From an optimization exercise on the open Yosys and OpenROAD flow, aimed at small area, a short achievable clock period and few clock cycles per item; shortcuts taken in it are not production practice. At most, simulation tests tie the RTL to the original design; equivalence was not proved.

run a:
Design crc_unit, start of the top module:
module crc_unit (
    input  wire        clk,
    input  wire        rst,           
    input  wire        bus_valid,
    input  wire        bus_we,
    input  wire [7:2]  bus_addr,
    input  wire [31:0] bus_wdata,
    input  wire [7:0]  bus_master,
    output wire        bus_ready,
    output wire [31:0] bus_rdata,
    output wire        mem_req,
    output wire [31:2] mem_addr,
    input  wire        mem_gnt,
    input  wire        mem_rvalid,
    input  wire [31:0] mem_rdata,
    input  wire        mem_rerr
);
Size in the first run: about 5500 cells after synthesis, ~0.045 mm2 of cells after synthesis.
Settings: LEC_CHECK=0, CAP_MARGIN=20, CORE_MARGIN=2, CORE_UTILIZATION=40, PLACE_DENSITY=0.75, SLEW_MARGIN=20; clock period 30.0 ns.
standard.sh (not shown) runs the stock make flow with config.mk's settings and CLKGATE_MAP_FILE= SYNTH_SCRIPT=/design/flow/synth_recipe.tcl, a recipe that flattens the netlist after the stock synthesis.
==> flow/flow/run.sh <==
#!/bin/bash
# Layout flow: the standard flow (standard synthesis, floorplan, power
# grid, placement, CTS, routing) with one change: its timing repairs (after
# floorplan, after CTS and after global routing) aim for SETUP_SLACK_MARGIN
# ns of setup slack instead of 0, so that the layout reaches a shorter
# period than the clock's. The clock, its period and the I/O constraints
# are the standard flow's, unchanged.
set -euo pipefail
MARGIN=$(cat flow/margin.txt)
bash standard.sh SETUP_SLACK_MARGIN="$MARGIN" finish > standard_flow.log 2>&1
==> flow/flow/margin.txt <==
23.0
Run a went all the way through the flow, and no timing, DRC or antenna check failed.
The inputs of run b differ from those of run a as listed below.
-- flow/config.mk --
<<< run a, line 10
export CORE_UTILIZATION = 40
export PLACE_DENSITY = 0.75
export SLEW_MARGIN = 20
>>> run b, line 10
export CORE_UTILIZATION = 40
export SLEW_MARGIN = 20
Notes after the runs:
- In terms of peak per-stage delay on the critical path, run a and run b differ only marginally.
- Comparing run b and run a, signed area change from the synthesized netlist to the final layout is higher on run a.
- From run a to run b the numbers moved as follows: detailed route wirelength on metal3 -about 17%, synthesized area stayed essentially flat, average wire length per cell after detail routing held steady.
No functional check of the RTL was part of any run of this note.

========
## tundra
Another version of the RTL of crc_unit (not shown whole).
Size in the first run: ~5500 cells after synthesis, roughly 520 flip-flops, about 45000 µm² of cells after synthesis.
export LEC_CHECK = 0
export CAP_MARGIN = 20
export CORE_MARGIN = 2
export CORE_UTILIZATION = 40
export SLEW_MARGIN = 20
export SYNTH_HIERARCHICAL = 1
create_clock -name core_clock -period 30.0 [get_ports {clk}]
Scripts as last shown in full above: flow/flow/run.sh, flow/flow/margin.txt
Looking at the reports, tundra completed the entire flow and the layout it produced met the timing, design-rule and antenna checks.
Testbench counts of tundra, summed over its fixed seeds: cycles 44,428, bytes 151,119.
Changes in willow relative to tundra:
==> flow/flow/margin.txt <==
23.3
==> run summary <==
Between willow and tundra, it is willow whose clock period minus final worst setup slack is lower, by 0.017 ns.
willow went all the way through synthesis, placement and routing and the layout is clean on timing, DRC and antenna.
Diff tundra -> willow: clock insertion delay at the later pin of the skew report neither gained nor lost much, area growth from synthesis to layout picked up an extra 2.2 points.
Sort tundra and willow by detail-routed via count per cell asc -> top: tundra
Wire length grows slightly when moving from tundra to willow.

========
Setup of job 102:
Another version of the RTL of crc_unit (not shown whole).
Size: roughly 6500 cells after synthesis, roughly 50000 um2 of cells after synthesis.
// crc_unit
module crc_unit (
    input  wire        clk,
    input  wire        rst,           
    input  wire        bus_valid,
    input  wire        bus_we,
    input  wire [7:2]  bus_addr,
    input  wire [31:0] bus_wdata,
    input  wire [7:0]  bus_master,
    output wire        bus_ready,
    output wire [31:0] bus_rdata,
    output wire        mem_req,
    output wire [31:2] mem_addr,
    input  wire        mem_gnt,
    input  wire        mem_rvalid,
    input  wire [31:0] mem_rdata,
    input  wire        mem_rerr
);
    localparam [5:0] A_CTRL    = 6'h01;   
    localparam [5:0] A_STAT    = 6'h02;   
    localparam [5:0] A_EVT     = 6'h03;   
    localparam [5:0] A_CFG     = 6'h10;   
    localparam [5:0] A_POLY    = 6'h11;   
    localparam [5:0] A_INIT    = 6'h12;   
    localparam [5:0] A_XOROUT  = 6'h13;   
    localparam [5:0] A_CMD     = 6'h14;   
    localparam [5:0] A_SRC     = 6'h15;   
    localparam [5:0] A_LEN     = 6'h16;   
    localparam [5:0] A_DIN     = 6'h17;   
  ...
Settings: LEC_CHECK=0, ABC_CLOCK_PERIOD_IN_PS=5000, CAP_MARGIN=20, CORE_MARGIN=2, CORE_UTILIZATION=40, SLEW_MARGIN=20; clock period 30.0 ns.
run.sh (not shown) runs the stock make flow with config.mk's settings and CLKGATE_MAP_FILE= SYNTH_SCRIPT=/design/flow/synth_recipe.tcl, a recipe that flattens the netlist after the stock synthesis.
Stock flow here: none of the scripts above is used.
Job 102 finished every step from synthesis to the final layout, and the layout passed the timing, design-rule and antenna checks.
Inputs modified between job 102 and job 104:
==> flow/flow/run.sh (new file) <==
#!/bin/bash
# Layout flow: the standard flow (standard synthesis, floorplan, power
# grid, placement, CTS, routing) with one change: the timing repair after CTS
# and after global routing aims for SETUP_SLACK_MARGIN ns of setup slack
# instead of 0, so that the layout reaches a shorter period than the clock's.
# The clock, its period and the I/O constraints are the standard flow's, unchanged.
set -euo pipefail
MARGIN=$(cat flow/margin.txt)
bash standard.sh SETUP_SLACK_MARGIN="$MARGIN" finish > standard_flow.log 2>&1
==> flow/flow/margin.txt (new file) <==
22.5
==> flow/standard.sh (new file) <==
#!/bin/bash
# synth_recipe.tcl (not shown) runs the flow's synth.tcl, then flattens the netlist and writes it again
# the make line also repeats each setting of config.mk as NAME=value (left out here)
make -C /OpenROAD-flow-scripts/flow DESIGN_CONFIG=/design/flow/config.mk WORK_HOME=/design/flow/orfs CLKGATE_MAP_FILE= SYNTH_SCRIPT=/design/flow/synth_recipe.tcl "${@:-finish}"
removed: flow/run.sh
==> comparison <==
- Job 104 has completed all stages; timing, DRC and antenna checks passed.
- Routed length on met2: lower on job 102
- [compare] base=job 102 new=job 104: routed via count divided by cell count stayed essentially flat; count of hold buffers inserted by post-cts repair essentially unchanged; number of violations reported at the end of detailed-routing iteration 0 has decreased.
- Job 104 against job 102: minimum clock period decreased 0.57 ns, routed wire length increased about 2%.
No run of this note included a check of the RTL's function; only the layout flow was run.

========
crc_unit, a different RTL version from the one above (not shown whole).
Size: roughly 5500 cells after synthesis, ~520 flip-flops, roughly 150 I/O pins, about 0.044 mm^2 of cells after synthesis.
export LEC_CHECK = 0
export CAP_MARGIN = 5
export CORE_MARGIN = 2
export CORE_UTILIZATION = 40
export SLEW_MARGIN = 5
create_clock -name core_clock -period 30.0 [get_ports {clk}]
standard.sh (not shown) runs the stock make flow with config.mk's settings and CLKGATE_MAP_FILE= SYNTH_SCRIPT=/design/flow/synth_recipe.tcl, a recipe that flattens the netlist after the stock synthesis.
==> flow/flow/run.sh <==
#!/bin/bash
# Layout flow: the standard flow (standard synthesis, floorplan, power
# grid, placement, CTS, routing) with one change: its timing repairs (after
# floorplan, after CTS and after global routing) aim for SETUP_SLACK_MARGIN
# ns of setup slack instead of 0, so that the layout reaches a shorter
# period than the clock's. The clock, its period and the I/O constraints
# are the standard flow's, unchanged.
set -euo pipefail
MARGIN=$(cat flow/margin.txt)
bash standard.sh SETUP_SLACK_MARGIN="$MARGIN" finish > standard_flow.log 2>&1
==> flow/flow/margin.txt <==
23.0
Testbench counts at the start, summed over its fixed seeds: cycles 44,428, bytes 151,119.
==> next run, changes <==
--- a/flow/config.mk
+++ b/flow/config.mk
@@ -6,6 +6,6 @@
 export NUM_CORES = 4
 export LEC_CHECK = 0
-export CAP_MARGIN = 5
+export CAP_MARGIN = 20
 export CORE_MARGIN = 2
 export CORE_UTILIZATION = 40
-export SLEW_MARGIN = 5
+export SLEW_MARGIN = 20
After rerunning: Via count stays flat. Die area stays the same. Worst hold slack stays flat. Utilization barely changes. Global-route usage is unchanged. Worst setup slack hardly moves. Count of clock-buffer cells in the layout stays the same.

==> separate check: timing with driven ports <==
No port has a modelled driver above. Below, the same layouts with a new extraction and two added sets of constraints.
Step 1 sets driving cells, clkbuf_16 on the clock port and buf_2 on the other inputs (assumed; they add their load-dependent delay and slew).
Step 2 adds t to the input delays and takes it off the output delays; t is the mean of the earliest and latest rising clock arrival at the registers after step 1. Input paths then give back, and output paths get back, about the clock's delay inside the block.
a / b / c = no drivers / after step 1 / after step 2; a / b = the first two.
| run | t, ns | setup WS [ns] | hold slack, ns |
|---|---|---|---|
| run a | 0.728 | 22.400 / 22.432 / 21.704 | 0.432 / 0.432 / 0.432 |
| run b | 0.748 | 22.415 / 22.443 / 21.694 | 0.445 / 0.445 / 0.445 |
| tundra | 0.736 | 22.755 / 22.690 / 22.101 | 0.438 / 0.438 / 0.438 |
| willow | 0.740 | 22.772 / 22.698 / 22.140 | 0.455 / 0.455 / 0.455 |
| job 102 | 0.716 | 21.854 / 21.767 / 21.051 | 0.471 / 0.471 / 0.471 |
| job 104 | 0.736 | 22.420 / 22.420 / 21.721 | 0.465 / 0.465 / 0.465 |
| the first run of note 4 | 0.748 | 22.676 / 22.687 / 21.939 | 0.481 / 0.481 / 0.481 |
| the second run of note 4 | 0.749 | 22.674 / 22.685 / 21.936 | 0.483 / 0.483 / 0.483 |
After both steps setup and hold are still met in every run listed. For job 102, which loses most, drivers alone change the setup slack by -0.087 ns; drivers and shift together by -0.803 ns.
